This is an optimization exercise on Yosys and OpenROAD, whose aim is small area, a short achievable clock period and few clock cycles, not a production implementation. Function was checked by simulation only, so behaviour that the tests miss may differ from the original. Power figures rest on the tool's default switching activity, not on a simulated workload.

--- flow/config.mk ---
export PLATFORM = sky130hd
export DESIGN_NAME = fondant_dec
export DESIGN_NICKNAME = fondant_dec
export VERILOG_FILES = /design/flow/design.v
export SDC_FILE = /design/flow/constraint.sdc
export NUM_CORES = 4
export LEC_CHECK = 0
export ABC_AREA = 1
export CAP_MARGIN = 20
export CORE_MARGIN = 2
export CORE_UTILIZATION = 65
export CTS_BUF_LIST = sky130_fd_sc_hd__clkbuf_16
export CTS_CLUSTER_DIAMETER = 80
export CTS_CLUSTER_SIZE = 25
export PLACE_DENSITY = 0.75
export SLEW_MARGIN = 20
--- flow/constraint.sdc ---
create_clock -name core_clock -period 36.0 [get_ports {clk}]
set_input_delay 7.2000 -clock core_clock [delete_from_list [all_inputs] [get_ports {clk}]]
set_output_delay 7.2000 -clock core_clock [all_outputs]
set_load 0.01 [all_outputs]
--- flow/design.v ---
module fondant_dec (
    input  wire        clk,
    input  wire        rst,
    input  wire        start,
    output wire        start_ready,
    input  wire [4:0]  s_depth,        
    input  wire [4:0]  s_k,            
    input  wire [3:0]  s_rows_m1,
    input  wire [5:0]  s_cols_m1,
    input  wire [15:0] s_len,          
    input  wire        in_valid,
    output wire        in_ready,
    input  wire [31:0] in_data,
    output reg         pix_valid,
    output reg  [15:0] pix_y,
    output reg         done
);
    localparam [1:0] S_IDLE  = 2'd0,
                     S_DIV   = 2'd1,
                     S_RUN   = 2'd2,
                     S_DRAIN = 2'd3;
    reg [1:0] state;
    reg       start_ready_r;
    reg       in_ready_r;        
    reg       rdy;               
    assign start_ready = start_ready_r;
    assign in_ready    = in_ready_r;
    wire take_start = start & (state == S_IDLE);
    reg [4:0]  b_r;
    reg [4:0]  k_r;
    reg [3:0]  rows_m1_r;
    reg [5:0]  cols_m1_r;
    reg [10:0] wrem;              
    wire [5:0] w6 = {k_r, 1'b1};
    wire [2:0] kbl = k_r[4] ? 3'd5 : k_r[3] ? 3'd4 : k_r[2] ? 3'd3 :
                     k_r[1] ? 3'd2 : k_r[0] ? 3'd1 : 3'd0;
    wire [4:0] bb_c = b_r - {2'b00, kbl};
    reg [4:0]  bb;                
    wire [5:0] flen_esc = {1'b0, bb} + 6'd16;      
    reg [15:0] rcap;              
    integer    ci;
    always @* begin
        for (ci = 0; ci < 16; ci = ci + 1)
            rcap[ci] = (ci + 1 >= bb);
    end
    reg [5:0]  dr;                
    reg [15:0] q;                 
    reg [3:0]  dcnt;
    wire       d_bit1 = ~((dcnt == 4'd0) & b_r[0]);
    wire [6:0] d_t1   = {dr, d_bit1};
    wire       d_q1   = (d_t1 >= {1'b0, w6});
    wire [5:0] d_r1   = d_q1 ? (d_t1[5:0] - w6) : d_t1[5:0];
    wire [6:0] d_t2   = {d_r1, 1'b1};
    wire       d_q2   = (d_t2 >= {1'b0, w6});
    wire [5:0] d_r2   = d_q2 ? (d_t2[5:0] - w6) : d_t2[5:0];
    wire [3:0] d_n    = b_r[4:1] + {3'd0, b_r[0]};      
    wire       d_last = (dcnt + 4'd1 == d_n);
    wire [16:0] a0_sum = {1'b0, q} + 17'd33;
    wire [20:0] a0     = (a0_sum[16:6] < 11'd2) ? 21'd2 : {10'd0, a0_sum[16:6]};
    reg [31:0] q0, q1, q2, q3;
    reg        v0, v1, v2, v3;
    reg [31:0] win;               
    reg        wv;
    reg [4:0]  pos;               
    reg [20:0] acc;               
    reg [4:0]  ncnt;              
    reg        first;
    reg [3:0]  pi;                
    reg [5:0]  pj;                
    reg        pv;
    reg [15:0] pm;
    reg        pfirst, prow0, pcol0, plast;
    reg [5:0]  pcol;
    reg [15:0] rc;
    reg [3:0]  rpar;
    reg [21:0] a_hz;              
    reg [20:0] a_lz;              
    reg [4:0]  a_mid;
    integer    si;
    always @* begin
        a_hz[21] = 1'b1;
        for (si = 20; si >= 0; si = si - 1)
            a_hz[si] = a_hz[si + 1] & ~acc[si];
        a_lz[0] = 1'b1;
        for (si = 1; si < 21; si = si + 1)
            a_lz[si] = a_lz[si - 1] & ~acc[si - 1];
        for (si = 0; si < 16; si = si + 1) begin
            a_mid  = acc[si +: 5];
            rc[si] = (a_hz[si + 5] & ((a_mid < ncnt) | ((a_mid == ncnt) & a_lz[si]))) | rcap[si];
        end
    end
    wire [14:0] rmask = ~rc[14:0];
    wire [14:0] rt    = rmask;
    always @* begin
        rpar[3] = rt[7];
        rpar[2] = (rt[3] & ~rt[7]) | rt[11];
        rpar[1] = (rt[1] & ~rt[3]) | (rt[5] & ~rt[7]) | (rt[9] & ~rt[11]) | rt[13];
        rpar[0] = (rt[0] & ~rt[1]) | (rt[2] & ~rt[3]) | (rt[4] & ~rt[5]) | (rt[6] & ~rt[7]) |
                  (rt[8] & ~rt[9]) | (rt[10] & ~rt[11]) | (rt[12] & ~rt[13]) | rt[14];
    end
    reg [4:0] u;
    integer   ui;
    always @* begin
        u = 5'd16;
        for (ui = 15; ui >= 0; ui = ui - 1)
            if (!win[31 - ui]) u = ui[4:0];
    end
    wire esc = u[4];
    wire        fb     = first | esc;
    wire [4:0]  sh_reg = {1'b0, ~u[3:0]} + (5'd16 - {1'b0, rpar});
    wire [4:0]  sh     = first ? (5'd0 - bb) : esc ? (5'd16 - bb) : sh_reg;
    wire [31:0] fw4    = sh[4] ? {16'd0, win[31:16]} : win;
    wire [22:0] fw3    = sh[3] ? fw4[30:8] : fw4[22:0];
    wire [18:0] fw2    = sh[2] ? fw3[22:4] : fw3[18:0];
    wire [16:0] fw1    = sh[1] ? fw2[18:2] : fw2[16:0];
    wire [15:0] fw0    = sh[0] ? fw1[16:1] : fw1[15:0];
    reg  [15:0] bmask;            
    integer     bi;
    always @* begin
        for (bi = 0; bi < 16; bi = bi + 1)
            bmask[bi] = (bb > bi);
    end
    wire [15:0] low    = fw0 & (fb ? bmask : {1'b0, rmask});
    wire [18:0] u_sh   = {15'd0, u[3:0]} << rpar;
    wire [15:0] mv     = (fb ? 16'd0 : u_sh[15:0]) | low;
    wire [5:0]  flen   = first ? {1'b0, bb} :
                         esc   ? flen_esc :
                                 ({2'b00, rpar} + {1'b0, u} + 6'd1);
    wire [20:0] xsum   = acc + {5'd0, mv};
    wire        halve  = (ncnt == 5'd31);
    wire [20:0] a_nx   = first ? a0 : (halve ? {1'b0, xsum[20:1]} : xsum);
    wire [4:0]  n_nx   = first ? 5'd1 : (halve ? 5'd16 : ncnt + 5'd1);
    reg  [5:0] sc;                
    wire       ctake = pv & (pfirst | (pcol == sc));
    wire       pfree = ~pv | ctake;
    wire       dec   = (state == S_RUN) & wv & pfree;
    wire       p_last = (pi == rows_m1_r) & (pj == cols_m1_r);
    wire [5:0] pn    = {1'b0, pos} + (dec ? flen : 6'd0);
    wire       pop   = pn[5];
    wire [63:0] fs5 = pn[5] ? {q1, q2} : {q0, q1};
    wire [47:0] fs4 = pn[4] ? fs5[47:0] : fs5[63:16];
    wire [39:0] fs3 = pn[3] ? fs4[39:0] : fs4[47:8];
    wire [35:0] fs2 = pn[2] ? fs3[35:0] : fs3[39:4];
    wire [33:0] fs1 = pn[1] ? fs2[33:0] : fs2[35:2];
    wire [31:0] win_nx = pn[0] ? fs1[32:1] : fs1[33:2];
    wire wr_hi0 = (wrem[10:2] == 9'd0);
    wire wr_is0 = wr_hi0 & (wrem[1:0] == 2'd0);
    wire wr_is1 = wr_hi0 & (wrem[1:0] == 2'd1);
    wire wr_is2 = wr_hi0 & (wrem[1:0] == 2'd2);
    wire allin  = wr_is0;
    wire ok0 = v0 | (allin & ~(v0 | v1 | v2 | v3));
    wire ok1 = v1 | (allin & ~(v1 | v2 | v3));
    wire ok2 = v2 | (allin & ~(v2 | v3));
    wire need0 = ~pn[5];
    wire need2 = pn[5] & (pn[4:0] != 5'd0);
    wire need1 = (pn != 6'd0);
    wire wv_nx = (~need0 | ok0) & (~need1 | ok1) & (~need2 | ok2);
    wire mv0 = ~v0 | pop;
    wire mv1 = ~v1 | mv0;
    wire mv2 = ~v2 | mv1;
    wire mv3 = ~v3 | mv2;
    wire acc_w = in_valid & rdy;
    reg  acc_d;
    wire v0n = mv0 ? v1 : v0;
    wire v1n = mv1 ? v2 : v1;
    wire v2n = mv2 ? v3 : v2;
    wire v3n = rdy ? in_valid : (mv3 ? 1'b0 : v3);
    wire        wl_more  = ~((rdy & acc_d) ? wr_is2 :
                             (rdy | acc_d) ? wr_is1 : wr_is0);
    wire [2:0]  vsum     = {2'b00, v0} + {2'b00, v1} + {2'b00, v2} + {2'b00, v3} + {2'b00, rdy};
    wire        q_full   = vsum[2] & ~pop;
    wire        wl_more_o = ~((in_ready_r & acc_d) ? wr_is2 :
                              (in_ready_r | acc_d) ? wr_is1 : wr_is0);
    wire [2:0]  vsum_o    = {2'b00, v0} + {2'b00, v1} + {2'b00, v2} + {2'b00, v3} + {2'b00, in_ready_r};
    wire        q_full_o  = vsum_o[2] & ~pop;
    reg [15:0] ring [0:63];
    reg [15:0] cr;                
    reg [15:0] dreg;              
    wire [15:0] lc = cr;
    wire [15:0] uc = ring[63];
    wire [15:0] dc = dreg;
    wire [16:0] d_du   = {1'b0, dc} - {1'b0, uc};
    wire        ud_ge  = ~d_du[16];
    wire        ud_le  = d_du[16] | (dc == uc);
    wire [16:0] d_lu   = {1'b0, lc} - {1'b0, uc};
    wire [16:0] d_ld   = {1'b0, lc} - {1'b0, dc};
    wire        l_ge_u = ~d_lu[16];
    wire        l_le_u = d_lu[16] | (lc == uc);
    wire        l_ge_d = ~d_ld[16];
    wire        l_le_d = d_ld[16] | (lc == dc);
    wire        p_min  = l_le_d & ud_ge;       
    wire        p_max  = l_ge_d & ud_le;       
    wire [15:0] grad16 = lc + uc - dc;    
    wire [17:0] grad   = {2'b00, grad16};
    reg  [17:0] pred;
    always @* begin
        if (prow0)
            pred = {2'b00, lc};
        else if (pcol0)
            pred = {2'b00, uc};
        else if (p_min)
            pred = l_le_u ? {2'b00, lc} : {2'b00, uc};
        else if (p_max)
            pred = l_ge_u ? {2'b00, lc} : {2'b00, uc};
        else
            pred = grad;
    end
    wire [17:0] e18  = {18{pm[0]}} ^ {3'b000, pm[15:1]};
    wire [17:0] ec   = e18 + (pm[0] ? {2'b00, q} : {2'b11, ~q}) + {17'd0, pm[0]};
    wire [17:0] s1   = pred + e18;
    wire [17:0] s2   = pred + ec;
    wire        use2 = pm[0] ? s1[17] : ~s2[17];
    wire [15:0] code = pfirst ? pm : (use2 ? s2[15:0] : s1[15:0]);
    reg yv, ylast;
    wire [15:0] yraw  = cr * {10'd0, w6} + {11'd0, k_r};
    wire        yover = (cr == q) & ({1'b0, k_r} > dr);
    reg  [15:0] maxv;             
    integer     mi;
    always @* begin
        for (mi = 0; mi < 16; mi = mi + 1)
            maxv[mi] = (b_r > mi);
    end
    always @(posedge clk) begin
        if (rst) begin
            state         <= S_IDLE;
            start_ready_r <= 1'b1;
            in_ready_r    <= 1'b0;
            rdy           <= 1'b0;
            v0 <= 1'b0; v1 <= 1'b0; v2 <= 1'b0; v3 <= 1'b0;
            wv            <= 1'b0;
            pv            <= 1'b0;
            yv            <= 1'b0;
            pix_valid     <= 1'b0;
            done          <= 1'b0;
            acc_d         <= 1'b0;
        end else begin
            pix_valid <= yv;
            acc_d     <= acc_w & (state != S_IDLE);
            done      <= yv & ylast;
            yv        <= ctake;
            if (dec)
                pv <= 1'b1;
            else if (ctake)
                pv <= 1'b0;
            case (state)
                S_IDLE: begin
                    v0 <= 1'b0; v1 <= 1'b0; v2 <= 1'b0; v3 <= 1'b0;
                    wv <= 1'b0;
                    if (take_start) begin
                        state         <= S_DIV;
                        start_ready_r <= 1'b0;
                        in_ready_r    <= 1'b1;
                        rdy           <= 1'b1;
                    end
                end
                default: begin
                    v0 <= v0n; v1 <= v1n; v2 <= v2n; v3 <= v3n;
                    wv <= wv_nx;
                    in_ready_r <= ~q_full_o & wl_more_o;
                    rdy        <= ~q_full & wl_more;
                    if (state == S_DIV && d_last)
                        state <= S_RUN;
                    if (dec && p_last)
                        state <= S_DRAIN;
                    if (state == S_DRAIN && (!pv || ctake)) begin
                        state         <= S_IDLE;
                        start_ready_r <= 1'b1;
                    end
                end
            endcase
        end
    end
    always @(posedge clk) begin
        if (state == S_IDLE) begin
            b_r       <= s_depth;
            k_r       <= s_k;
            rows_m1_r <= s_rows_m1;
            cols_m1_r <= s_cols_m1;
            wrem      <= s_len[10:0];
        end else if (acc_d) begin
            wrem      <= wrem - 11'd1;
        end
        if (state == S_IDLE) begin
            dr   <= 6'd0;
            q    <= 16'd0;
            dcnt <= 4'd0;
        end else if (state == S_DIV) begin
            if (dcnt == 4'd0) begin
                bb       <= bb_c;
            end
            dr   <= d_r2;
            q    <= {q[13:0], d_q1, d_q2};
            dcnt <= dcnt + 4'd1;
        end
        if (mv0) q0 <= q1;
        if (mv1) q1 <= q2;
        if (mv2) q2 <= q3;
        if (mv3) q3 <= in_data;
        win <= win_nx;
        pos <= (state == S_IDLE) ? 5'd0 : pn[4:0];
        if (state == S_IDLE) begin
            first <= 1'b1;
            pi    <= 4'd0;
            pj    <= 6'd0;
        end else if (dec) begin
            first <= 1'b0;
            acc   <= a_nx;
            ncnt  <= n_nx;
            if (pj == cols_m1_r) begin
                pj <= 6'd0;
                pi <= pi + 4'd1;
            end else begin
                pj <= pj + 6'd1;
            end
        end
        if (dec) begin
            pm     <= mv;
            pfirst <= first;
            prow0  <= (pi == 4'd0);
            pcol0  <= (pj == 6'd0);
            plast  <= p_last;
            pcol   <= pj;
        end
        begin : ring_shift
            integer ri;
            for (ri = 63; ri > 0; ri = ri - 1)
                ring[ri] <= ring[ri - 1];
            ring[0] <= ctake ? code : ring[63];
        end
        sc <= (ctake & pfirst) ? 6'd1 : sc + 6'd1;
        if (ctake) begin
            cr    <= code;
            dreg  <= uc;
            ylast <= plast;
        end
        pix_y <= yover ? maxv : yraw[15:0];
    end
endmodule
--- flow/flow/run.sh ---
#!/bin/bash
set -euo pipefail
export BUFFER_PORTS_ARGS="-buffer_cell sky130_fd_sc_hd__buf_1"
export SETUP_SLACK_MARGIN=28
bash standard.sh > make.log 2>&1
--- flow/standard.sh ---
#!/bin/bash
# synth_recipe.tcl (not shown) runs the flow's synth.tcl, then flattens the netlist and writes it again
# the make line also repeats each setting of config.mk as NAME=value (left out here)
make -C /OpenROAD-flow-scripts/flow DESIGN_CONFIG=/design/flow/config.mk WORK_HOME=/design/flow/orfs CLKGATE_MAP_FILE= SYNTH_SCRIPT=/design/flow/synth_recipe.tcl "${@:-finish}"
==> results of run 1 <==
[registers in the layout, summed over array words and instances (netlist names), 6 cells and up]
| register | cells |
|---|---|
| q0 | 32 |
| q3 | 32 |
| dreg | 16 |
| pcol | 6 |
| pix_y | 16 |
| dr | 6 |
| cr | 16 |
| q2 | 32 |
| sc | 6 |
| pj | 6 |
| q1 | 32 |
| wrem | 11 |
| cols_m1_r | 6 |
| ring | 1024 |
| pm | 16 |
| acc | 21 |
| win | 32 |
| q | 16 |
[power by group through the flow]
stage               Sequential (µW)  Combinational [µW]  Clock, µW
global route                   1690                1370        970
finish                         1690                1210        899
CTS                            1690                1190        920
floorplan                      1710                 900          0
global placement               1720                1160          0
detailed placement             1720                1170          0
[layout make-up]
cell class                 instances  area share (%)
clock buffer                      73            3.33
clock inverter                    34           0.786
inverter                         580            4.04
multi-input combinational       2877            32.9
sequential                      1384            55.1
tap                             1040            2.38
timing repair buffer             135            1.45
timing repair inverter             2          0.0183
[cells in the mapped netlist, types with 5 or more instances]
master / number / area (µm²)
a211oi_1: 9 / 67.6
a21boi_0: 7 / 52.6
a21oi_1: 222 / 1110
a22oi_1: 16 / 120
a31oi_1: 20 / 125
and2_1: 7 / 43.8
buf_1: 16 / 60.1
buf_2: 30 / 150
clkbuf_1: 83 / 312
clkinv_1: 7 / 26.3
dfxtp_1: 1135 / 22700
edfxtp_1: 249 / 7480
fa_1: 86 / 1720
ha_1: 279 / 3490
inv_1: 562 / 2110
inv_2: 11 / 41.3
nand2_1: 761 / 2860
nand2_2: 8 / 50.1
nand3_1: 593 / 2970
nand3b_1: 15 / 113
nand4_1: 33 / 206
nor2_1: 208 / 781
nor2_2: 7 / 43.8
nor3_1: 37 / 185
nor3b_1: 5 / 37.5
nor4_1: 11 / 68.8
o211ai_1: 40 / 300
o21a_1: 7 / 52.6
o21ai_0: 200 / 1000
o21ai_1: 25 / 125
o21bai_1: 10 / 75.1
o221ai_1: 11 / 96.3
o22ai_1: 27 / 169
o311ai_0: 7 / 61.3
o31ai_1: 6 / 45.0
or2_1: 5 / 31.3
or2_2: 16 / 100
xnor2_1: 62 / 543
xor2_1: 87 / 762
[timing repair]
item	CTS	global route
buffers inserted	1	28
endpoints found under the setup margin	118	159
resized for setup	35	18
pin swaps	0	1
gates cloned	0	4
[placed cells by master (no fill, tap or decap), types with 7 or more instances in the layout]
master	n
inv_2	10
buf_2	14
nand3b_1	15
or2_2	16
a22oi_1	16
buf_4	45
xnor2_1	61
fa_1	86
a211oi_1	9
o211ai_1	40
nand4_1	33
clkbuf_16	73
ha_1	278
nor3_1	37
o21ai_1	29
inv_1	565
a21boi_0	7
edfxtp_1	249
o221ai_1	11
clkinv_1	8
o21bai_1	10
nand3_1	593
o21a_1	7
dfxtp_1	1129
nand2_1	761
nor2_1	207
xor2_1	85
nor4_1	11
a31oi_1	20
nor2_2	7
a21oi_1	222
o21ai_0	196
o22ai_1	27
buf_1	66
clkinvlp_4	8
and2_1	7
[stage by stage]
| step | utilization, % | total power, µW |
|---|---|---|
| final | 70.7 | 3800 |
| after floorplan | - | 2610 |
| after global routing | 70.7 | 4030 |
| after global placement | 67.2 | 2880 |
| after CTS | 70.3 | 3800 |
| after detailed placement | 67.2 | 2900 |
[metal layers]
layer | track usage (%) | routed length [µm]
met1 | 36.8 | 47800
met2 | 43.8 | 50000
met3 | 2.89 | 6450
met4 | 8.21 | 3310
met5 | 0 | 0
[cell families (layout without fill, tap and decap cells)]
| group | Yosys count | after routing | synth area share, % |
|---|---|---|---|
| buffers and inverters | 716 | 824 | 5.44 |
| and+or+nand+nor | 1732 | 1734 | 15.3 |
| DFF | 1384 | 1384 | 59.4 |
| AOI/OAI and AO/OA | 627 | 627 | 7.05 |
| adders and majority gates | 365 | 365 | 10.2 |
| xor gates and xnor gates | 149 | 149 | 2.57 |
| muxes | 2 | 2 | 0.0443 |
[worst paths after layout]
| check | endpoint | start | slack, ns |
|---|---|---|---|
| worst max-delay path | pix_y[11] | pix_y[11] | 27.68 |
| worst min register to register | ring[46][9] | ring[45][9] | 0.32 |
| worst max register to register | acc[18] | ncnt[3] | 28.38 |
| worst min-delay path | ring[46][9] | ring[45][9] | 0.32 |
==> impl_results.md, run 1 <==
- Via-per-instance ratio: 5.48
- Fraction of power consumed by the clock network: 23.7%
- Longest Clk Path Bufs: 3
- Total of endpoints with negative setup slack in the final report: 0
- NumNets Final: 5489
- Class of the tightest hold or removal check: reg2reg
- Max Clock Skew: 0.0528 ns
- Fraction of synthesis flops using an asynchronous set or reset pin: 0%
- Area occupied by registers: 30200 µm²
- Worst-path cell chain: buf_2
- Post-synth cell types: 72
- Antenna violations before repair: 2
- Post-route worst setup slack: 27.68 ns
- Switch Pwr: 1320 µW
- Die extent in y: 284 µm
- Cell total after placement: 5983
- Number of cell instances on the worst register-to-register path: 41
- Count of clock tree sinks: 1384
- Net Count, Synth: 5412
- Antenna Nets Post-Route: 0
- Antenna diode count: 0
- Number of H-tree levels: 3
- Die width: 284 µm
- Largest stage delay on the critical path: 0.32 ns
- Final period util: 23.1%
- Fraction of power spent switching nets: 34.7%
- Non-Filler Cell Area, Final: 54800 µm²
- Highest attainable clock frequency: 120 MHz
- Post-layout minimum cycle time: 8.32 ns
- Critical Path AT: 1.12 ns
- Leakage power summed over all cells: 0.0240 µW
- Data required time of the critical path: 28.80 ns
- Sequential-to-total area share from yosys stat: 59.4%
- Largest net degree at the start of global routing: 79
- Die ar.: 80500 µm²
- Worst Setup Start Kind: flop
- Synth Cell Area: 50900 µm²
- Starting density of the core: 65.7%
- Clk Latency, worst-skew pair: 0.68 ns
- Placed cell area: 52100 µm²
- DRT Pass-1 Iters: 6
- Slew Limit Fails: 0
- Unrepaired setup endpoints after global routing: true
- CTS tree: done
- Count of mapped cells out of synthesis: 4975
- Worst path bufs/invs: 1
- Clock slew at reported path FFs: 0.09 ns
- Dominant delay contributor by cell family on the critical path: flip-flops
- Syn. warnings: 2
- First-pass GRT wire length: 171000 µm
- Number of hold buffers added after cts: 0
- Mean cell area of the mapped netlist: 10.2 µm²
- Final setup TNS: 0 ns
- CTS buffer count: 72
- Internal power: 2480 µW
- Post-Place Setup Slack: 27.67 ns
- Flip-flop and latch count after synthesis: 1384
- Post-synth top flop: dfxtp_1
- Remaining routing DRC violations: 0
- Final-layout fill cell count: 5690
- Count of routing violations after the opening detailed-route iteration: 2945
- Final Hold Viols: 0
- Max_cap viols: 0
- Number of global-route vias before repair: 32600
- Power per standard cell area: 69.4 nW/µm²
- Number of rows in the core area: 102
- Hold Path Stages: 0
- Root Buffer: clkbuf_16
- Sequential share of power: 44.4%
- Largest driver fanout on the critical path: 1
- Routability Congestion: 0.960
- PortBufs: 86
- Remaining global-route overflow: 0
- Class of the most critical setup path: reg2out
- Footprint of the multi-input gates: 18000 µm²
- Share of cells above drive strength 1: 5.00%
- Total stage count of the critical path: 1
- Slowest stage cell on the critical path: dfxtp_1
- Maximum VDD drop: 63.7 µV
- Core box area: 77500 µm²
- Max-Slew Margin vs Limit: 29.0%
- Hold Slack: 0.316 ns
- Run status: timing/DRC/antenna clean
- Setup crit end kind: output port
- GRT Total Usage: 26.5%
- Routed wirelength normalized by instance count: 17.6 µm
- Area growth syn-to-layout: 7.69%
- Post-route non-filler standard cell count: 6125
- Number of vias in the routed layout: 33600
- I/O pin cnt: 92
- Post-DP HPWL: 73500 µm
- Number of enable flip-flop cells after synthesis: 249
- Final Routed Wirelength: 108000 µm
- Combinational fraction of design power: 31.9%
- Slew at the pin closest to its max-slew limit: 1.06 ns
Testbench counts, summed over its fixed seeds: cycles 330,320.
==> inputs of run 2 (changes only) <==
--- a/flow/design.v
+++ b/flow/design.v
@@ -179,18 +179,12 @@
     wire [15:0] lc = cr;
     wire [15:0] uc = ring[63];
     wire [15:0] dc = dreg;
-    wire [16:0] d_du   = {1'b0, dc} - {1'b0, uc};
-    wire        ud_ge  = ~d_du[16];
-    wire        ud_le  = d_du[16] | (dc == uc);
-    wire [16:0] d_lu   = {1'b0, lc} - {1'b0, uc};
-    wire [16:0] d_ld   = {1'b0, lc} - {1'b0, dc};
-    wire        l_ge_u = ~d_lu[16];
-    wire        l_le_u = d_lu[16] | (lc == uc);
-    wire        l_ge_d = ~d_ld[16];
-    wire        l_le_d = d_ld[16] | (lc == dc);
-    wire        p_min  = l_le_d & ud_ge;       
-    wire        p_max  = l_ge_d & ud_le;       
-    wire [15:0] grad16 = lc + uc - dc;    
+    wire        lt_du  = (dc < uc);
+    wire        lt_lu  = (lc < uc);
+    wire        lt_ld  = (lc < dc);
+    wire        p_min  = lt_ld & ~lt_du;       
+    wire        p_max  = ~lt_ld & lt_du;       
+    wire [15:0] grad16 = lc + uc - dc;         
     wire [17:0] grad   = {2'b00, grad16};
     reg  [17:0] pred;
     always @* begin
@@ -199,9 +193,9 @@
         else if (pcol0)
             pred = {2'b00, uc};
         else if (p_min)
-            pred = l_le_u ? {2'b00, lc} : {2'b00, uc};
+            pred = lt_lu ? {2'b00, lc} : {2'b00, uc};
         else if (p_max)
-            pred = l_ge_u ? {2'b00, lc} : {2'b00, uc};
+            pred = lt_lu ? {2'b00, uc} : {2'b00, lc};
         else
             pred = grad;
     end
--- a/flow/config.mk
+++ b/flow/config.mk
@@ -9,7 +9,7 @@
 export CAP_MARGIN = 20
 export CORE_MARGIN = 2
 export CORE_UTILIZATION = 65
-export CTS_BUF_LIST = sky130_fd_sc_hd__clkbuf_16
+export CTS_BUF_LIST = sky130_fd_sc_hd__clkbuf_8 sky130_fd_sc_hd__clkbuf_16
 export CTS_CLUSTER_DIAMETER = 80
 export CTS_CLUSTER_SIZE = 25
 export PLACE_DENSITY = 0.75
==> run 2 against run 1 <==
Effect of this change:
- sequential power hardly changed
- power is 0.74% lower
- clock-buffer cell count is 1 lower
- setup slack better by 0.0037 ns
- highest routed layer unchanged
- largest power group unchanged
- core utilization is 0.19 points lower
- critical endpoint is now in_ready
- final area is 0.10% lower
- synthesized cell count is 0.48% higher
==> impl_results.md, run 2 <==
- Clk Latency, worst-skew pair: 0.65 ns (was 0.68 ns)
- Unrepaired setup endpoints after global routing: true (unchanged)
- Largest cells by area after synthesis: dfxtp_1 (45%), edfxtp_1 (15%), ha_1 (6.8%) (was dfxtp_1 (45%), edfxtp_1 (15%), ha_1 (6.9%))
- Worst Setup Start Kind: flop (unchanged)
- Root Buffer: clkbuf_16 (unchanged)
- DRT Pass-1 Iters: 6 (unchanged)
- Antenna Nets Post-Route: 0 (unchanged)
- Sequential-to-total area share from yosys stat: 59.3% (was 59.4%)
- Post-synth top flop: dfxtp_1 (unchanged)
- Clock slew at reported path FFs: 0.10 ns (was 0.09 ns)
- Final Routed Wirelength: 108000 µm (about the same)
- Run status: timing/DRC/antenna clean (unchanged)
- Worst path bufs/invs: 1 (unchanged)
- NumNets Final: 5504 (was 5489)
- Routability Congestion: 0.957 (was 0.960)
- Slew Limit Fails: 0 (unchanged)
- Number of enable flip-flop cells after synthesis: 249 (unchanged)
- Final Hold Viols: 0 (unchanged)
- Dominant delay contributor by cell family on the critical path: flip-flops (unchanged)
- Leakage power summed over all cells: 0.0241 µW (was 0.0240 µW)
- Class of the tightest hold or removal check: reg2reg (unchanged)
- Die width: 284 µm (about the same)
- CTS buffer count: 71 (was 72)
- Core box area: 77600 µm² (was 77500 µm²)
- Critical Path AT: 1.11 ns (was 1.12 ns)
- Antenna violations before repair: 2 (unchanged)
- Most frequent standard cell in the layout excluding fill and tap cells: dfxtp_1 (unchanged)
- Hold wc startpoint: ring[21][5] (was ring[45][9])
- Reg-to-reg startpoint: ncnt[3] (unchanged)
- Maximum VDD drop: 55.2 µV (was 63.7 µV)
- Count of mapped cells out of synthesis: 4999 (was 4975)
- Post-DP HPWL: 73600 µm (was 73500 µm)
- Largest net degree at the start of global routing: 79 (unchanged)
- Non-Filler Cell Area, Final: 54700 µm² (was 54800 µm²)
- Largest stage delay on the critical path: 0.36 ns (was 0.32 ns)
- Count of routing violations after the opening detailed-route iteration: 2634 (was 2945)
- Number of rows in the core area: 102 (unchanged)
- PortBufs: 86 (unchanged)
- CTS tree: done (unchanged)
- Beginning of the critical path: in_ready_r (was pix_y[11])
- Max Clock Skew: 0.0271 ns (was 0.0528 ns)
- Area share of the largest cell type after synthesis: 44.6% (was 44.7%)
- Worst-path cell chain: buf_6 (was buf_2)
- Via-per-instance ratio: 5.50 (was 5.48)
- I/O pin cnt: 92 (unchanged)
- Synth Cell Area: 51000 µm² (was 50900 µm²)
- Most common cell in the synthesized netlist: dfxtp_1 (unchanged)
- Final setup TNS: 0 ns (unchanged)
- Data required time of the critical path: 28.80 ns (about the same)
- Share of cells above drive strength 1: 5.12% (was 5.00%)
- Number of H-tree levels: 3 (unchanged)
- Largest driver fanout on the critical path: 2 (was 1)
- Syn. warnings: 2 (unchanged)
- Die extent in y: 284 µm (about the same)
- Class of the most critical setup path: reg2out (unchanged)
- Total of endpoints with negative setup slack in the final report: 0 (unchanged)
- Power per standard cell area: 68.9 nW/µm² (was 69.4 nW/µm²)
- Mean cell area of the mapped netlist: 10.2 µm² (about the same)
- Longest Clk Path Bufs: 3 (unchanged)
- Max reg flops: 1024 (unchanged)
- Number of global-route vias before repair: 32300 (was 32600)
- Final period util: 23.1% (about the same)
- Max_cap viols: 0 (unchanged)
- Net Count, Synth: 5434 (was 5412)
- GRT Total Usage: 26.4% (was 26.5%)
- Max-Slew Margin vs Limit: 28.4% (was 29.0%)
- Post-layout minimum cycle time: 8.31 ns (was 8.32 ns)
- Routed wirelength normalized by instance count: 17.5 µm (was 17.6 µm)
- Synth area leader: dfxtp_1 (unchanged)
- Hold Slack: 0.306 ns (was 0.316 ns)
- Area growth syn-to-layout: 7.37% (was 7.69%)
- Remaining routing DRC violations: 0 (unchanged)
- Flip-flop and latch count after synthesis: 1384 (unchanged)
- Die ar.: 80700 µm² (was 80500 µm²)
- Slowest stage cell on the critical path: dfxtp_2 (was dfxtp_1)
- Post-synth cell types: 71 (was 72)
- First-pass GRT wire length: 170000 µm (was 171000 µm)
- Slew at the pin closest to its max-slew limit: 1.07 ns (was 1.06 ns)
- Register ranked first by flip-flop count: ring (unchanged)
- Remaining global-route overflow: 0 (unchanged)
- Most frequent cells in the layout: dfxtp_1 (1127), nand2_1 (792), inv_1 (578), nand3_1 (567), ha_1 (277) (was dfxtp_1 (1129), nand2_1 (761), nand3_1 (593), inv_1 (565), ha_1 (278))
- List of most frequent post-synthesis cells: dfxtp_1 (1135), nand2_1 (793), inv_1 (569) (was dfxtp_1 (1135), nand2_1 (761), nand3_1 (593))
- Number of vias in the routed layout: 33800 (was 33600)
- Power consumption: 3770 µW (was 3800 µW)
- Count of clock tree sinks: 1384 (unchanged)
- Final cell utilization of the core: 70.5% (was 70.7%)
- Starting density of the core: 65.7% (about the same)
- Setup crit end kind: output port (unchanged)
- Fraction of synthesis flops using an asynchronous set or reset pin: 0% (unchanged)
- Placed cell area: 52200 µm² (was 52100 µm²)
- Highest attainable clock frequency: 120 MHz (about the same)
[run 2: cell types whose count changed after synthesis, moves of 6 or more]
cell / previous run / this run
o211ai_1: 40 / 18
nor2_1: 208 / 200
o311ai_0: 7 / 1
nand3_1: 593 / 567
inv_1: 562 / 569
o21ai_1: 25 / 35
or2_2: 16 / 9
nand2_1: 761 / 793
a21oi_1: 222 / 236
inv_2: 11 / 17
[run 2: path summary, 6_finish.rpt]
check	endpoint	slack (ns)	cells after the start
worst max-delay path	in_ready	27.69	1
worst min-delay path	ring[22][5]	0.31	0
worst max register to register	acc[18]	28.48	47
worst min register to register	ring[22][5]	0.31	0
[run 2: kinds of logic (layout without fill, tap and decap cells)]
family | after synthesis | in the layout | synth area share [%]
AO/OA/AOI/OAI | 640 | 640 | 7.08
flip-flops | 1384 | 1384 | 59.3
other | 0 | 1 | 0
AND/OR/NAND/NOR | 1727 | 1728 | 15.2
XOR/XNOR | 151 | 151 | 2.61
buffers and inverters | 734 | 836 | 5.65
adder cells (fa/ha/maj) | 363 | 363 | 10.2
[run 2: routing by layer]
| metal | global-route usage, % | up-vias | part of all wire (%) |
|---|---|---|---|
| li1 | - | 16600 | - |
| met1 | 36.3 | 16000 | 44 |
| met2 | 43.0 | 1020 | 46 |
| met3 | 4.11 | 213 | 6.2 |
| met4 | 8.55 | 0 | 3.2 |
| met5 | 0 | - | 0 |
[run 2: repair_timing]
item                                    4_1_cts  5_1_grt
hold buffers                                  0        0
resized for setup                            36       20
buffers inserted                              4       22
endpoints found under the hold margin         0        0
cloned                                        0        2
pin swaps                                     0        0
endpoints found under the setup margin      121      149
[run 2: final cells by class]
| type | count | area (µm²) |
|---|---|---|
| Timing Repair inverter | 1 | 5.00 |
| Clock buffer | 72 | 1800 |
| Inverter | 592 | 2250 |
| Tap cell | 1040 | 1300 |
| Multi-Input combinational cell | 2882 | 18000 |
| Clock inverter | 34 | 344 |
| Timing Repair Buffer | 137 | 828 |
| Antenna cell | 1 | 2.50 |
| Fill cell | 5774 | 22900 |
| Sequential cell | 1384 | 30200 |
[run 2: metrics by stage]
| step | std cells | setup slack, ns |
|---|---|---|
| final | 6143 | 27.69 |
| after global routing | 6142 | 27.66 |
| after CTS | 6117 | 27.66 |
| after detailed placement | 6007 | 27.81 |
| after global placement | 6006 | 27.84 |
| after floorplan | 4999 | 28.08 |
[run 2: where the power goes]
| group | total (µW) | internal (µW) | switching [µW] |
|---|---|---|---|
| Clock | 871 | 379 | 492 |
| Combinational | 1210 | 435 | 772 |
| Sequential | 1690 | 1640 | 49.9 |
| Total | 3770 | 2460 | 1310 |
Testbench counts of run 2, summed over its fixed seeds: cycles 330,320.
==> inputs of run 3 (changes only) <==
--- a/flow/config.mk
+++ b/flow/config.mk
@@ -9,7 +9,7 @@
 export CAP_MARGIN = 20
 export CORE_MARGIN = 2
 export CORE_UTILIZATION = 65
-export CTS_BUF_LIST = sky130_fd_sc_hd__clkbuf_8 sky130_fd_sc_hd__clkbuf_16
+export CTS_BUF_LIST = sky130_fd_sc_hd__clkbuf_16
 export CTS_CLUSTER_DIAMETER = 80
 export CTS_CLUSTER_SIZE = 25
 export PLACE_DENSITY = 0.75
==> run 3 against run 2 <==
Effect of this change:
- via count did not move
- largest cell class unchanged
- sequential power about the same
- global-route usage stayed put
- non-clock buffer count unchanged
- fmax is the same
- wire length unchanged
- power did not move
- synthesized cell count unchanged
- hold slack unchanged
- still clean
- cell count unchanged
- area after synthesis did not move
- highest routed layer unchanged
- setup slack unchanged
==> impl_results.md, run 3 <==
- Setup crit end kind: output port (unchanged)
- Largest stage delay on the critical path: 0.36 ns (about the same)
- Max_cap viols: 0 (unchanged)
- Final setup TNS: 0 ns (unchanged)
- Run status: timing/DRC/antenna clean (unchanged)
- Leakage power summed over all cells: 0.0241 µW (unchanged)
- Count of mapped cells out of synthesis: 4999 (unchanged)
- Longest Clk Path Bufs: 3 (unchanged)
- Fraction of power spent switching nets: 34.8% (unchanged)
- Number of H-tree levels: 3 (unchanged)
- Max reg flops: 1024 (unchanged)
- Unrepaired setup endpoints after global routing: true (unchanged)
- Remaining routing DRC violations: 0 (unchanged)
- NumNets Final: 5504 (unchanged)
- Number of vias in the routed layout: 33800 (unchanged)
- CTS buffer count: 71 (unchanged)
- CTS tree: done (unchanged)
- Syn. warnings: 2 (unchanged)
- Sequential-to-total area share from yosys stat: 59.3% (unchanged)
- Clock slew at reported path FFs: 0.10 ns (about the same)
- Most common cell in the synthesized netlist: dfxtp_1 (unchanged)
- Post-DP HPWL: 73600 µm (unchanged)
- Number of enable flip-flop cells after synthesis: 249 (unchanged)
- Mean cell area of the mapped netlist: 10.2 µm² (unchanged)
- Highest attainable clock frequency: 120 MHz (unchanged)
- Final Routed Wirelength: 108000 µm (unchanged)
- Slew at the pin closest to its max-slew limit: 1.07 ns (unchanged)
- Dominant delay contributor by cell family on the critical path: flip-flops (unchanged)
- Share of cells above drive strength 1: 5.12% (unchanged)
- Post-route non-filler standard cell count: 6143 (unchanged)
- Synth area leader: dfxtp_1 (unchanged)
- Final period util: 23.1% (unchanged)
- Register ranked first by flip-flop count: ring (unchanged)
- Root Buffer: clkbuf_16 (unchanged)
- PortBufs: 86 (unchanged)
- Switch Pwr: 1310 µW (unchanged)
- Die width: 284 µm (unchanged)
- Power per standard cell area: 68.9 nW/µm² (unchanged)
- Slew Limit Fails: 0 (unchanged)
- Combinational fraction of design power: 32.0% (about the same)
- Clk Latency, worst-skew pair: 0.65 ns (about the same)
- Routability Congestion: 0.957 (unchanged)
- Total of endpoints with negative setup slack in the final report: 0 (unchanged)
- Max-Slew Margin vs Limit: 28.4% (unchanged)
- Net Count, Synth: 5434 (unchanged)
- Worst path bufs/invs: 1 (unchanged)
- Largest net degree at the start of global routing: 79 (unchanged)
- Final Hold Viols: 0 (unchanged)
- Number of global-route vias before repair: 32300 (unchanged)
- Worst-path cell chain: buf_6 (unchanged)
- Largest cells by area after synthesis: dfxtp_1 (45%), edfxtp_1 (15%), ha_1 (6.8%) (unchanged)
- First-pass GRT wire length: 170000 µm (unchanged)
- Die extent in y: 284 µm (unchanged)
- Class of the tightest hold or removal check: reg2reg (unchanged)
- Max Clock Skew: 0.0271 ns (unchanged)
- Worst Setup Start Kind: flop (unchanged)
- Post-synth top flop: dfxtp_1 (unchanged)
- Class of the most critical setup path: reg2out (unchanged)
- Die ar.: 80700 µm² (unchanged)
- Slowest stage cell on the critical path: dfxtp_2 (unchanged)
- Internal power: 2460 µW (unchanged)
- I/O pin cnt: 92 (unchanged)
- GRT Total Usage: 26.4% (unchanged)
- Most frequent standard cell in the layout excluding fill and tap cells: dfxtp_1 (unchanged)
- Most frequent cells in the layout: dfxtp_1 (1127), nand2_1 (792), inv_1 (578), nand3_1 (567), ha_1 (277) (unchanged)
- Data required time of the critical path: 28.80 ns (about the same)
- Post-layout minimum cycle time: 8.31 ns (unchanged)
- Remaining global-route overflow: 0 (unchanged)
- Critical Path AT: 1.11 ns (about the same)
- Post-synth cell types: 71 (unchanged)
- Number of rows in the core area: 102 (unchanged)
- Flip-flop and latch count after synthesis: 1384 (unchanged)
- Count of routing violations after the opening detailed-route iteration: 2634 (unchanged)
- Fraction of power consumed by the clock network: 23.1% (about the same)
- Count of clock tree sinks: 1384 (unchanged)
- Routed wirelength normalized by instance count: 17.5 µm (unchanged)
- Starting density of the core: 65.7% (unchanged)
- Fraction of synthesis flops using an asynchronous set or reset pin: 0% (unchanged)
- Largest driver fanout on the critical path: 2 (unchanged)
- Area growth syn-to-layout: 7.37% (unchanged)
- Synth Cell Area: 51000 µm² (unchanged)
- Via-per-instance ratio: 5.50 (unchanged)
- Cell total after placement: 6007 (unchanged)
- Core box area: 77600 µm² (unchanged)
- List of most frequent post-synthesis cells: dfxtp_1 (1135), nand2_1 (793), inv_1 (569) (unchanged)
- Final cell utilization of the core: 70.5% (unchanged)
- Antenna violations before repair: 2 (unchanged)
- Maximum VDD drop: 55.2 µV (unchanged)
- Area share of the largest cell type after synthesis: 44.6% (unchanged)
- DRT Pass-1 Iters: 6 (unchanged)
- Final-layout fill cell count: 5774 (unchanged)
- Antenna Nets Post-Route: 0 (unchanged)
- Sequential share of power: 44.9% (about the same)
run 3: cell counts in the layout (fill, tap and decap cells not counted):
Identical to the previous run, type by type.
run 3: cell type report:
class | instances | area [µm²] | area share (%)
Sequential cell | 1384 | 30200 | 55.2
Multi-Input combinational cell | 2882 | 18000 | 32.9
Inverter | 592 | 2250 | 4.11
Clock buffer | 72 | 1800 | 3.29
Tap cell | 1040 | 1300 | 2.38
Timing Repair Buffer | 137 | 828 | 1.51
Clock inverter | 34 | 344 | 0.629
Timing Repair inverter | 1 | 5.00 | 0.00915
Antenna cell | 1 | 2.50 | 0.00457
run 3: cells by family (layout without fill, tap and decap cells):
logic type | after synthesis | in the layout | share of synthesized area [%]
and+or+nand+nor | 1727 | 1728 | 15.2
DFF | 1384 | 1384 | 59.3
buffers and inverters | 734 | 836 | 5.65
other | 0 | 1 | 0
AOI/OAI and AO/OA | 640 | 640 | 7.08
adders and majority gates | 363 | 363 | 10.2
xor gates and xnor gates | 151 | 151 | 2.61
run 3: power by group through the flow:
| stage | logic [µW] | clock network, µW | registers, µW |
|---|---|---|---|
| floorplan | 906 | 0 | 1710 |
| global route | 1360 | 942 | 1700 |
| finish | 1210 | 871 | 1690 |
| global placement | 1150 | 0 | 1730 |
| CTS | 1190 | 891 | 1690 |
| detailed placement | 1170 | 0 | 1730 |
run 3: routing by layer:
metal	vias up	wire, µm	track usage [%]
li1	16600	-	-
met1	16000	47500	36.3
met2	1020	50000	43.0
met3	213	6620	4.11
met4	0	3490	8.55
met5	-	0	0
run 3: timing repair:
action,CTS,global route
gates cloned,0,2
buffers inserted,4,22
gates resized for setup,36,20
hold buffers,0,0
setup endpoints to repair,121,149
run 3: worst paths after layout:
| path | from | endpoint | slack, ns | depth (start not counted) |
|---|---|---|---|---|
| max | in_ready_r | in_ready | 27.69 | 1 |
| max reg2reg | ncnt[3] | acc[18] | 28.48 | 47 |
| min | ring[21][5] | ring[22][5] | 0.31 | 0 |
| min reg2reg | ring[21][5] | ring[22][5] | 0.31 | 0 |
run 3: per-stage QoR:
stage               setup slack, ns  total power, µW  instance area (µm²)  hold WS [ns]
finish                        27.69             3770                54700         0.306
global placement              27.84             2880                52100         0.310
detailed placement            27.81             2890                52200         0.312
floorplan                     28.08             2610                51000         0.310
global route                  27.66             4000                54700         0.313
CTS                           27.66             3770                54400         0.308
==> inputs of run 4 (changes only) <==
==> flow/flow/run.sh (replaced) <==
#!/bin/bash
set -euo pipefail
export BUFFER_PORTS_ARGS="-buffer_cell sky130_fd_sc_hd__buf_1"
export SETUP_SLACK_MARGIN=27.75
bash standard.sh > make.log 2>&1
==> run 4 against run 3 <==
Effect of this change:
- hold slack worse by 0.0016 ns
- synthesized cell count stayed put
- power is 0.19% lower
- register-to-register slack worse by 0.35 ns
- via count is 0.15% higher
- clock power hardly changed
- cell count hardly changed
- die area stayed put
- combinational power hardly changed
- critical path type unchanged
- highest routed layer unchanged
==> impl_results.md, run 4 <==
- Net Count, Synth: 5434 (unchanged)
- Slew Limit Fails: 0 (unchanged)
- Maximum VDD drop: 55.2 µV (about the same)
- Root Buffer: clkbuf_16 (unchanged)
- Total of endpoints with negative setup slack in the final report: 0 (unchanged)
- Post-DP HPWL: 73600 µm (unchanged)
- Setup crit end kind: output port (unchanged)
- Fraction of power spent switching nets: 34.8% (about the same)
- Max Clock Skew: 0.0280 ns (was 0.0271 ns)
- Beginning of the critical path: in_ready_r (unchanged)
- Fraction of power consumed by the clock network: 23.1% (about the same)
- Post-layout minimum cycle time: 8.31 ns (about the same)
- Combinational fraction of design power: 31.9% (was 32.0%)
- Number of H-tree levels: 3 (unchanged)
- NumNets Final: 5508 (was 5504)
- Largest driver fanout on the critical path: 2 (unchanged)
- FF-to-FF End: acc[18] (unchanged)
- Starting density of the core: 65.7% (unchanged)
- Remaining routing DRC violations: 0 (unchanged)
- Most frequent standard cell in the layout excluding fill and tap cells: dfxtp_1 (unchanged)
- Destination of the critical timing path: in_ready (unchanged)
- DRT Pass-1 Iters: 6 (unchanged)
- Class of the tightest hold or removal check: reg2reg (unchanged)
- Max reg flops: 1024 (unchanged)
- Total stage count of the critical path: 1 (unchanged)
- First-pass GRT wire length: 170000 µm (about the same)
- Unrepaired setup endpoints after global routing: true (unchanged)
- Mean cell area of the mapped netlist: 10.2 µm² (unchanged)
- Slew at the pin closest to its max-slew limit: 1.12 ns (was 1.07 ns)
- Final setup TNS: 0 ns (unchanged)
- Die extent in y: 284 µm (unchanged)
- Clk Latency, worst-skew pair: 0.65 ns (about the same)
- Synth area leader: dfxtp_1 (unchanged)
- Post-synth top flop: dfxtp_1 (unchanged)
- Worst Setup Start Kind: flop (unchanged)
- Critical Path AT: 1.11 ns (about the same)
- Worst-path cell chain: buf_6 (unchanged)
- Slowest stage cell on the critical path: dfxtp_2 (unchanged)
- Via-per-instance ratio: 5.51 (was 5.50)
- Final cell utilization of the core: 70.5% (about the same)
- Sequential-to-total area share from yosys stat: 59.3% (unchanged)
- Fraction of synthesis flops using an asynchronous set or reset pin: 0% (unchanged)
- Reg-to-reg startpoint: bb[2] (was ncnt[3])
- Die width: 284 µm (unchanged)
- Internal power: 2460 µW (about the same)
- Most frequent cells in the layout: dfxtp_1 (1127), nand2_1 (793), inv_1 (578), nand3_1 (567), ha_1 (277) (was dfxtp_1 (1127), nand2_1 (792), inv_1 (578), nand3_1 (567), ha_1 (277))
- Remaining global-route overflow: 0 (unchanged)
- Die ar.: 80700 µm² (unchanged)
- Routability Congestion: 0.957 (unchanged)
- Max-Slew Margin vs Limit: 25.5% (was 28.4%)
- Register ranked first by flip-flop count: ring (unchanged)
- Most common cell in the synthesized netlist: dfxtp_1 (unchanged)
- Syn. warnings: 2 (unchanged)
- Power per standard cell area: 68.8 nW/µm² (was 68.9 nW/µm²)
- Final-layout fill cell count: 5764 (was 5774)
- Share of cells above drive strength 1: 5.13% (was 5.12%)
- Count of routing violations after the opening detailed-route iteration: 2704 (was 2634)
- Switch Pwr: 1310 µW (about the same)
- Number of rows in the core area: 102 (unchanged)
- Final period util: 23.1% (about the same)
- Flip-flop and latch count after synthesis: 1384 (unchanged)
- Largest stage delay on the critical path: 0.36 ns (about the same)
- GRT Total Usage: 26.3% (was 26.4%)
- Run status: timing/DRC/antenna clean (unchanged)
- CTS tree: done (unchanged)
- Worst reg2reg setup slack: 28.13 ns (was 28.48 ns)
- Antenna Nets Post-Route: 0 (unchanged)
- Worst path bufs/invs: 1 (unchanged)
- Sequential share of power: 45.0% (was 44.9%)
- Number of vias in the routed layout: 33900 (was 33800)
- Clock slew at reported path FFs: 0.10 ns (about the same)
- Number of cell instances on the worst register-to-register path: 43 (was 47)
- Area growth syn-to-layout: 7.38% (was 7.37%)
- Number of global-route vias before repair: 32300 (about the same)
- List of most frequent post-synthesis cells: dfxtp_1 (1135), nand2_1 (793), inv_1 (569) (unchanged)
- Dominant delay contributor by cell family on the critical path: flip-flops (unchanged)
- Count of clock tree sinks: 1384 (unchanged)
- Routed wirelength normalized by instance count: 17.5 µm (about the same)
- Largest net degree at the start of global routing: 79 (unchanged)
- Max_cap viols: 0 (unchanged)
- Leakage power summed over all cells: 0.0241 µW (about the same)
- CTS buffer count: 71 (unchanged)
- I/O pin cnt: 92 (unchanged)
- Final Routed Wirelength: 108000 µm (about the same)
- Number of enable flip-flop cells after synthesis: 249 (unchanged)
- Final Hold Viols: 0 (unchanged)
- Largest cells by area after synthesis: dfxtp_1 (45%), edfxtp_1 (15%), ha_1 (6.8%) (unchanged)
- Count of mapped cells out of synthesis: 4999 (unchanged)
- Area share of the largest cell type after synthesis: 44.6% (unchanged)
- PortBufs: 86 (unchanged)
- Synth Cell Area: 51000 µm² (unchanged)
- Post-synth cell types: 71 (unchanged)
- Data required time of the critical path: 28.80 ns (about the same)
- Class of the most critical setup path: reg2out (unchanged)
- Core box area: 77600 µm² (unchanged)
- Antenna violations before repair: 2 (unchanged)
- Longest Clk Path Bufs: 3 (unchanged)
- Highest attainable clock frequency: 120 MHz (about the same)
==> run 4: cell counts after synthesis <==
No cell type changed its count.
==> run 4: logic make-up after synthesis <==
kind of cell / synth area share [%]
AND/OR/NAND/NOR: 15.2
flip-flops: 59.3
buffers and inverters: 5.65
AO/OA/AOI/OAI: 7.08
adder cells (fa/ha/maj): 10.2
XOR/XNOR: 2.61
==> run 4: metal layers <==
metal	up-vias	GRT usage [%]	routed length, µm
met2	1095	43.0	50000
li1	16600	-	-
met1	16000	36.3	47000
met3	197	4.11	7330
met5	-	0	0
met4	0	8.51	3410
==> run 4: worst min-delay path by stage <==
stage                           start     endpoint  depth (start not counted)
after global placement    ring[52][8]  ring[53][8]                          0
after detailed placement  ring[10][9]  ring[11][9]                          0
after CTS                  ring[4][2]   ring[5][2]                          0
after floorplan            ring[9][0]  ring[10][0]                          0
after global routing      ring[43][6]  ring[44][6]                          0
final                     ring[21][5]  ring[22][5]                          0
==> run 4: timing repair <==
action,4_1_cts,5_1_grt
cloned,0,2
pin swaps,0,2
setup endpoints to repair,71,162
buffers inserted,1,29
resized for setup,31,16
hold buffers,0,0
==> run 4: cell type report <==
class / count / area, µm² / area share (%)
inverters: 592 / 2240 / 4.10
clock inverters: 34 / 344 / 0.629
clock buffers: 72 / 1800 / 3.29
diodes: 2 / 5.00 / 0.00914
well taps: 1040 / 1300 / 2.38
flip-flops and latches: 1384 / 30200 / 55.2
multi-input cells: 2883 / 18000 / 32.8
repair buffers: 141 / 851 / 1.55
==> run 4: worst register-to-register path, delay by kind of cell, from the launching register on <==
family / cells / cell delay (ns)
buffers and inverters: 7 / 0.78
flip-flops: 1 / 0.65
AND/OR/NAND/NOR: 20 / 2.13
adder cells (fa/ha/maj): 4 / 1.24
AO/OA/AOI/OAI: 12 / 2.85
==> run 4: through the flow <==
stage / hold slack, ns / cells / setup WS [ns] / total power (µW) / area, µm²
floorplan: 0.310 / 4999 / 28.08 / 2610 / 51000
global placement: 0.310 / 6006 / 27.84 / 2880 / 52100
detailed placement: 0.312 / 6007 / 27.81 / 2890 / 52200
CTS: 0.308 / 6114 / 27.66 / 3770 / 54400
global route: 0.313 / 6146 / 27.66 / 4000 / 54700
finish: 0.305 / 6148 / 27.69 / 3760 / 54700
==> run 4: power groups by stage <==
stage	Combinational (µW)	Clock [µW]	Sequential [µW]
6_report	1200	871	1690
3_5_place_dp	1170	0	1730
5_1_grt	1350	944	1700
4_1_cts	1190	891	1690
3_3_place_gp	1150	0	1730
2_1_floorplan	906	0	1710
==> inputs of run 5 (changes only) <==
==> flow/run.sh (new file) <==
#!/bin/bash
# synth_recipe.tcl (not shown) runs the flow's synth.tcl, then flattens the netlist and writes it again
# the make line also repeats each setting of config.mk as NAME=value (left out here)
make -C /OpenROAD-flow-scripts/flow DESIGN_CONFIG=/design/flow/config.mk WORK_HOME=/design/flow/orfs CLKGATE_MAP_FILE= SYNTH_SCRIPT=/design/flow/synth_recipe.tcl finish
removed: flow/flow/run.sh
removed: flow/standard.sh
==> run 5 against run 4 <==
Effect of this change:
- cell count shrank 0.57%
- power grew 0.13%
- core utilization is 0.26 points higher
- area after synthesis is the same
- final area rose by 0.36%
- combinational power about the same
- flip-flop and latch count unchanged
==> impl_results.md, run 5 <==
- Run status: timing/DRC/antenna clean (unchanged)
- Class of the most critical setup path: reg2out (unchanged)
- Antenna Nets Post-Route: 0 (unchanged)
- Antenna violations before repair: 3 (was 2)
- Die extent in y: 284 µm (unchanged)
- GRT Total Usage: 26.5% (was 26.3%)
- Die ar.: 80700 µm² (unchanged)
- Placed cell area: 52700 µm² (was 52200 µm²)
- Class of the tightest hold or removal check: reg2reg (unchanged)
- Internal power: 2470 µW (was 2460 µW)
- Starting density of the core: 65.7% (unchanged)
- Combinational fraction of design power: 31.8% (was 31.9%)
- Final setup TNS: 0 ns (unchanged)
- Post-synth cell types: 71 (unchanged)
- Final Hold Viols: 0 (unchanged)
- Final period util: 24.5% (was 23.1%)
- Power per standard cell area: 68.6 nW/µm² (was 68.8 nW/µm²)
- Die width: 284 µm (unchanged)
- Slew Limit Fails: 0 (unchanged)
- NumNets Final: 5476 (was 5508)
- CTS buffer count: 71 (unchanged)
- Area growth syn-to-layout: 7.77% (was 7.38%)
- Worst-path cell chain: clkdlybuf4s50_1 (was buf_6)
- Number of global-route vias before repair: 32200 (was 32300)
- Largest net degree at the start of global routing: 79 (unchanged)
- PortBufs: 86 (unchanged)
- Total of endpoints with negative setup slack in the final report: 0 (unchanged)
- Share of cells above drive strength 1: 3.92% (was 5.13%)
- Number of H-tree levels: 3 (unchanged)
- Flip-flop and latch count after synthesis: 1384 (unchanged)
- Post-route non-filler standard cell count: 6113 (was 6148)
- Max-Slew Margin vs Limit: 30.8% (was 25.5%)
- Leakage power summed over all cells: 0.0241 µW (about the same)
- Number of enable flip-flop cells after synthesis: 249 (unchanged)
- Sequential share of power: 44.9% (was 45.0%)
- Largest stage delay on the critical path: 0.56 ns (was 0.36 ns)
- Remaining routing DRC violations: 0 (unchanged)
- First-pass GRT wire length: 171000 µm (was 170000 µm)
- Hold Path Stages: 0 (unchanged)
- Clock slew at reported path FFs: 0.09 ns (was 0.10 ns)
- Core box area: 77600 µm² (unchanged)
- Hold Slack: 0.320 ns (was 0.305 ns)
- Remaining global-route overflow: 0 (unchanged)
- DRT Pass-1 Iters: 5 (was 6)
- Register ranked first by flip-flop count: ring (unchanged)
- Final-layout fill cell count: 5839 (was 5764)
- Power consumption: 3770 µW (was 3760 µW)
- Via-per-instance ratio: 5.46 (was 5.51)
- Most frequent standard cell in the layout excluding fill and tap cells: dfxtp_1 (unchanged)
- Cell total after placement: 6005 (was 6007)
- Synth Cell Area: 51000 µm² (unchanged)
- Total stage count of the critical path: 1 (unchanged)
- Setup Buffers After CTS: 0 (was 1)
- Fraction of power spent switching nets: 34.6% (was 34.8%)
- Setup crit end kind: output port (unchanged)
- Data required time of the critical path: 28.80 ns (about the same)
- Count of routing violations after the opening detailed-route iteration: 2651 (was 2704)
- Final Routed Wirelength: 107000 µm (was 108000 µm)
- Post-layout minimum cycle time: 8.82 ns (was 8.31 ns)
- Sequential-to-total area share from yosys stat: 59.3% (unchanged)
- Fraction of power consumed by the clock network: 23.4% (was 23.1%)
- Net Count, Synth: 5434 (unchanged)
- Dominant delay contributor by cell family on the critical path: buffers and inverters (was flip-flops)
- Number of vias in the routed layout: 33400 (was 33900)
- Slew at the pin closest to its max-slew limit: 1.04 ns (was 1.12 ns)
- Most frequent cells in the layout: dfxtp_1 (1135), nand2_1 (793), inv_1 (577), nand3_1 (567), ha_1 (277) (was dfxtp_1 (1127), nand2_1 (793), inv_1 (578), nand3_1 (567), ha_1 (277))
- Max Clock Skew: 0.0375 ns (was 0.0280 ns)
- Count of clock tree sinks: 1384 (unchanged)
- Post-synth top flop: dfxtp_1 (unchanged)
- Max reg flops: 1024 (unchanged)
- Highest attainable clock frequency: 113 MHz (was 120 MHz)
- Slowest stage cell on the critical path: clkdlybuf4s50_1 (was dfxtp_2)
- Max_cap viols: 0 (unchanged)
- Longest Clk Path Bufs: 3 (unchanged)
- Number of cell instances on the worst register-to-register path: 38 (was 43)
- Maximum VDD drop: 55.7 µV (was 55.2 µV)
- Worst path bufs/invs: 1 (unchanged)
- Worst Setup Start Kind: flop (unchanged)
- Largest driver fanout on the critical path: 4 (was 2)
- Number of gates given a new drive strength after cts: 0 (was 31)
- Most common cell in the synthesized netlist: dfxtp_1 (unchanged)
- Mean cell area of the mapped netlist: 10.2 µm² (unchanged)
- Non-Filler Cell Area, Final: 54900 µm² (was 54700 µm²)
- Syn. warnings: 2 (unchanged)
- Switch Pwr: 1300 µW (was 1310 µW)
- I/O pin cnt: 92 (unchanged)
- Root Buffer: clkbuf_16 (unchanged)
- List of most frequent post-synthesis cells: dfxtp_1 (1135), nand2_1 (793), inv_1 (569) (unchanged)
- Count of mapped cells out of synthesis: 4999 (unchanged)
- Clk Latency, worst-skew pair: 0.67 ns (was 0.65 ns)
- Routability Congestion: 0.950 (was 0.957)
- CTS tree: done (unchanged)
- Area share of the largest cell type after synthesis: 44.6% (unchanged)
- Fraction of synthesis flops using an asynchronous set or reset pin: 0% (unchanged)
- Unrepaired setup endpoints after global routing: false (was true)
- Largest cells by area after synthesis: dfxtp_1 (45%), edfxtp_1 (15%), ha_1 (6.8%) (unchanged)
- Synth area leader: dfxtp_1 (unchanged)
- Post-DP HPWL: 73900 µm (was 73600 µm)
- Number of rows in the core area: 102 (unchanged)
- Routed wirelength normalized by instance count: 17.5 µm (about the same)
- Number of hold buffers added after cts: 0 (unchanged)
- Critical Path AT: 1.62 ns (was 1.11 ns)
==> run 5: cell counts after synthesis <==
Identical to the previous run, type by type.
==> run 5: stage by stage <==
stage | worst slack, ns | utilization, %
2_1_floorplan | 28.08 | -
3_3_place_gp | 27.53 | 67.9
3_5_place_dp | 27.49 | 67.9
4_1_cts | 27.14 | 70.7
5_1_grt | 26.82 | 70.8
6_report | 27.18 | 70.8
==> run 5: area by class of cell <==
class	instances	area, µm²	area share [%]
flip-flops and latches	1384	30200	55.0
multi-input cells	2881	17900	32.6
inverters	592	2220	4.05
clock buffers	72	1800	3.28
well taps	1040	1300	2.37
repair buffers	111	1100	2.00
clock inverters	32	380	0.692
diodes	1	2.50	0.00456
==> run 5: power by group through the flow <==
stage / clock, µW / combinational (µW) / sequential [µW]
after floorplan: 0 / 906 / 1710
after CTS: 904 / 1190 / 1690
after detailed placement: 0 / 1180 / 1730
after global placement: 0 / 1170 / 1730
final: 881 / 1200 / 1690
after global routing: 950 / 1360 / 1700
==> run 5: cells by family after synthesis <==
family	count (synthesis)	synth area share [%]
XOR/XNOR	151	2.61
AND/OR/NAND/NOR	1727	15.2
flip-flops	1384	59.3
AO/OA/AOI/OAI	640	7.08
buffers and inverters	734	5.65
adder cells (fa/ha/maj)	363	10.2
==> run 5: path summary, 6_finish.rpt <==
check,slack (ns),end,from
setup / recovery,27.18,in_ready,in_ready_r
hold / removal,0.32,ring[54][2],ring[53][2]
setup reg to reg,27.53,acc[18],ncnt[2]
hold reg to reg,0.32,ring[54][2],ring[53][2]
==> run 5: metal layers <==
metal / GRT usage, % / vias up / wire, µm
li1: - / 16500 / -
met1: 37.1 / 15700 / 47200
met2: 43.4 / 966 / 49400
met3: 3.01 / 183 / 6540
met4: 8.63 / 0 / 3510
met5: 0 / - / 0
==> inputs of run 6 (changes only) <==
==> flow/flow/run.sh (new file) <==
#!/bin/bash
set -euo pipefail
export BUFFER_PORTS_ARGS="-buffer_cell sky130_fd_sc_hd__buf_1"
export SETUP_SLACK_MARGIN=28
bash standard.sh > make.log 2>&1
==> flow/standard.sh (new file) <==
#!/bin/bash
# synth_recipe.tcl (not shown) runs the flow's synth.tcl, then flattens the netlist and writes it again
# the make line also repeats each setting of config.mk as NAME=value (left out here)
make -C /OpenROAD-flow-scripts/flow DESIGN_CONFIG=/design/flow/config.mk WORK_HOME=/design/flow/orfs CLKGATE_MAP_FILE= SYNTH_SCRIPT=/design/flow/synth_recipe.tcl "${@:-finish}"
--- a/flow/config.mk
+++ b/flow/config.mk
@@ -10,7 +10,7 @@
 export CORE_MARGIN = 2
 export CORE_UTILIZATION = 65
 export CTS_BUF_LIST = sky130_fd_sc_hd__clkbuf_16
-export CTS_CLUSTER_DIAMETER = 80
-export CTS_CLUSTER_SIZE = 25
+export CTS_CLUSTER_DIAMETER = 90
+export CTS_CLUSTER_SIZE = 32
 export PLACE_DENSITY = 0.75
 export SLEW_MARGIN = 20
removed: flow/run.sh
==> run 6 against run 5 <==
Effect of this change:
- area after synthesis unchanged
- sequential power about the same
- first-iteration DRC count unchanged
- combinational power about the same
- critical path type unchanged
- largest power group unchanged
==> impl_results.md, run 6 <==
- Largest net degree at the start of global routing: 79 (unchanged)
- First-pass GRT wire length: 166000 µm (was 171000 µm)
- Data required time of the critical path: 28.80 ns (about the same)
- Clock slew at reported path FFs: 0.12 ns (was 0.09 ns)
- Net Count, Synth: 5434 (unchanged)
- Leakage power summed over all cells: 0.0239 µW (was 0.0241 µW)
- Routed wirelength normalized by instance count: 17.3 µm (was 17.5 µm)
- Number of enable flip-flop cells after synthesis: 249 (unchanged)
- PortBufs: 86 (unchanged)
- Synth area leader: dfxtp_1 (unchanged)
- I/O pin cnt: 92 (unchanged)
- Remaining global-route overflow: 0 (unchanged)
- Class of the tightest hold or removal check: reg2reg (unchanged)
- Post-layout minimum cycle time: 8.34 ns (was 8.82 ns)
- Final Routed Wirelength: 106000 µm (was 107000 µm)
- Share of cells above drive strength 1: 4.80% (was 3.92%)
- Count of clock tree sinks: 1384 (unchanged)
- Routability Congestion: 0.957 (was 0.950)
- Most frequent cells in the layout: dfxtp_1 (1126), nand2_1 (793), inv_1 (572), nand3_1 (567), ha_1 (277) (was dfxtp_1 (1135), nand2_1 (793), inv_1 (577), nand3_1 (567), ha_1 (277))
- Area share of the largest cell type after synthesis: 44.6% (unchanged)
- Die extent in y: 284 µm (unchanged)
- Worst-path cell chain: buf_6 (was clkdlybuf4s50_1)
- Count of mapped cells out of synthesis: 4999 (unchanged)
- Worst Setup Start Kind: flop (unchanged)
- Post-DP HPWL: 73600 µm (was 73900 µm)
- Most frequent standard cell in the layout excluding fill and tap cells: dfxtp_1 (unchanged)
- Register ranked first by flip-flop count: ring (unchanged)
- List of most frequent post-synthesis cells: dfxtp_1 (1135), nand2_1 (793), inv_1 (569) (unchanged)
- Class of the most critical setup path: reg2out (unchanged)
- Count of routing violations after the opening detailed-route iteration: 2651 (unchanged)
- Run status: timing/DRC/antenna clean (unchanged)
- Max reg flops: 1024 (unchanged)
- Final Hold Viols: 0 (unchanged)
- Area growth syn-to-layout: 6.66% (was 7.77%)
- Via-per-instance ratio: 5.47 (was 5.46)
- Setup crit end kind: output port (unchanged)
- Synth Cell Area: 51000 µm² (unchanged)
- Longest Clk Path Bufs: 3 (unchanged)
- Root Buffer: clkbuf_16 (unchanged)
- CTS buffer count: 56 (was 71)
- Flip-flop and latch count after synthesis: 1384 (unchanged)
- CTS tree: done (unchanged)
- Largest driver fanout on the critical path: 2 (was 4)
- Mean cell area of the mapped netlist: 10.2 µm² (unchanged)
- Highest attainable clock frequency: 120 MHz (was 113 MHz)
- Number of H-tree levels: 2 (was 3)
- Hold Slack: 0.300 ns (was 0.320 ns)
- Slew Limit Fails: 0 (unchanged)
- Number of vias in the routed layout: 33500 (was 33400)
- Final-layout fill cell count: 5811 (was 5839)
- Most common cell in the synthesized netlist: dfxtp_1 (unchanged)
- Worst path bufs/invs: 1 (unchanged)
- Max Clock Skew: 0.0557 ns (was 0.0375 ns)
- Fraction of synthesis flops using an asynchronous set or reset pin: 0% (unchanged)
- Final setup TNS: 0 ns (unchanged)
- Unrepaired setup endpoints after global routing: true (was false)
- Slew at the pin closest to its max-slew limit: 1.09 ns (was 1.04 ns)
- DRT Pass-1 Iters: 6 (was 5)
- Critical Path AT: 1.14 ns (was 1.62 ns)
- Clk Latency, worst-skew pair: 0.69 ns (was 0.67 ns)
- Sequential-to-total area share from yosys stat: 59.3% (unchanged)
- Starting density of the core: 65.7% (unchanged)
- Largest cells by area after synthesis: dfxtp_1 (45%), edfxtp_1 (15%), ha_1 (6.8%) (unchanged)
- Maximum VDD drop: 68.6 µV (was 55.7 µV)
- Die ar.: 80700 µm² (unchanged)
- Core box area: 77600 µm² (unchanged)
- Number of hold buffers added after cts: 0 (unchanged)
- Number of rows in the core area: 102 (unchanged)
- Largest stage delay on the critical path: 0.37 ns (was 0.56 ns)
- Number of global-route vias before repair: 31700 (was 32200)
- Die width: 284 µm (unchanged)
==> run 6: per-layer routing <==
layer | up-vias | routed length, µm | share of wire [%] | track usage, %
li1 | 16600 | - | - | -
met1 | 15800 | 47100 | 45 | 36.0
met2 | 990 | 48600 | 46 | 41.8
met3 | 179 | 6800 | 6.4 | 3.26
met4 | 0 | 3210 | 3.0 | 7.58
met5 | - | 0 | 0 | 0
==> run 6: power breakdown <==
part           leakage (µW)  internal (µW)  switching (µW)
clock network      0.000900            308             477
registers            0.0116           1640            49.8
logic                0.0114            434             759
total                0.0239           2390            1290
==> run 6: stage by stage <==
step	utilization [%]	instance area, µm²	cells	setup slack, ns	power [µW]
finish	70.1	54400	6123	27.66	3670
CTS	69.7	54100	6093	27.63	3680
floorplan	-	51000	4999	28.08	2610
global placement	67.2	52100	6006	27.84	2880
global route	70.1	54400	6122	27.62	3900
detailed placement	67.2	52200	6007	27.81	2890
==> run 6: cell type report <==
type,instances,area (µm²),share of cell area [%]
sequential,1384,30200,55.6
multi-input combinational,2883,18000,33.1
inverter,592,2250,4.13
clock buffer,57,1430,2.62
tap,1040,1300,2.39
timing repair buffer,137,807,1.48
clock inverter,28,384,0.707
antenna,2,5.00,0.00921
==> run 6: logic make-up (layout without fill, tap and decap cells) <==
logic type      count (synthesis)  count (layout)  share of synthesized area, %
compound gates                640             640                          7.08
xor+xnor                      151             151                          2.61
other cells                     0               2                             0
simple gates                 1727            1729                          15.2
fa+ha+maj                     363             363                          10.2
buf+inv                       734             814                          5.65
flops                        1384            1384                          59.3
==> run 6: worst paths after layout <==
check	from	end	slack, ns	cells after the start
max reg2reg	ncnt[3]	acc[18]	28.45	39
min	ring[4][14]	ring[5][14]	0.30	0
min reg2reg	ring[4][14]	ring[5][14]	0.30	0
max	in_ready_r	in_ready	27.66	1
==> run 6: timing repair <==
item | in CTS | in global routing
pin swaps | 0 | 1
cloned | 0 | 2
resized for setup | 37 | 17
endpoints found under the hold margin | 0 | 0
setup endpoints to repair | 119 | 134
buffers inserted | 1 | 26
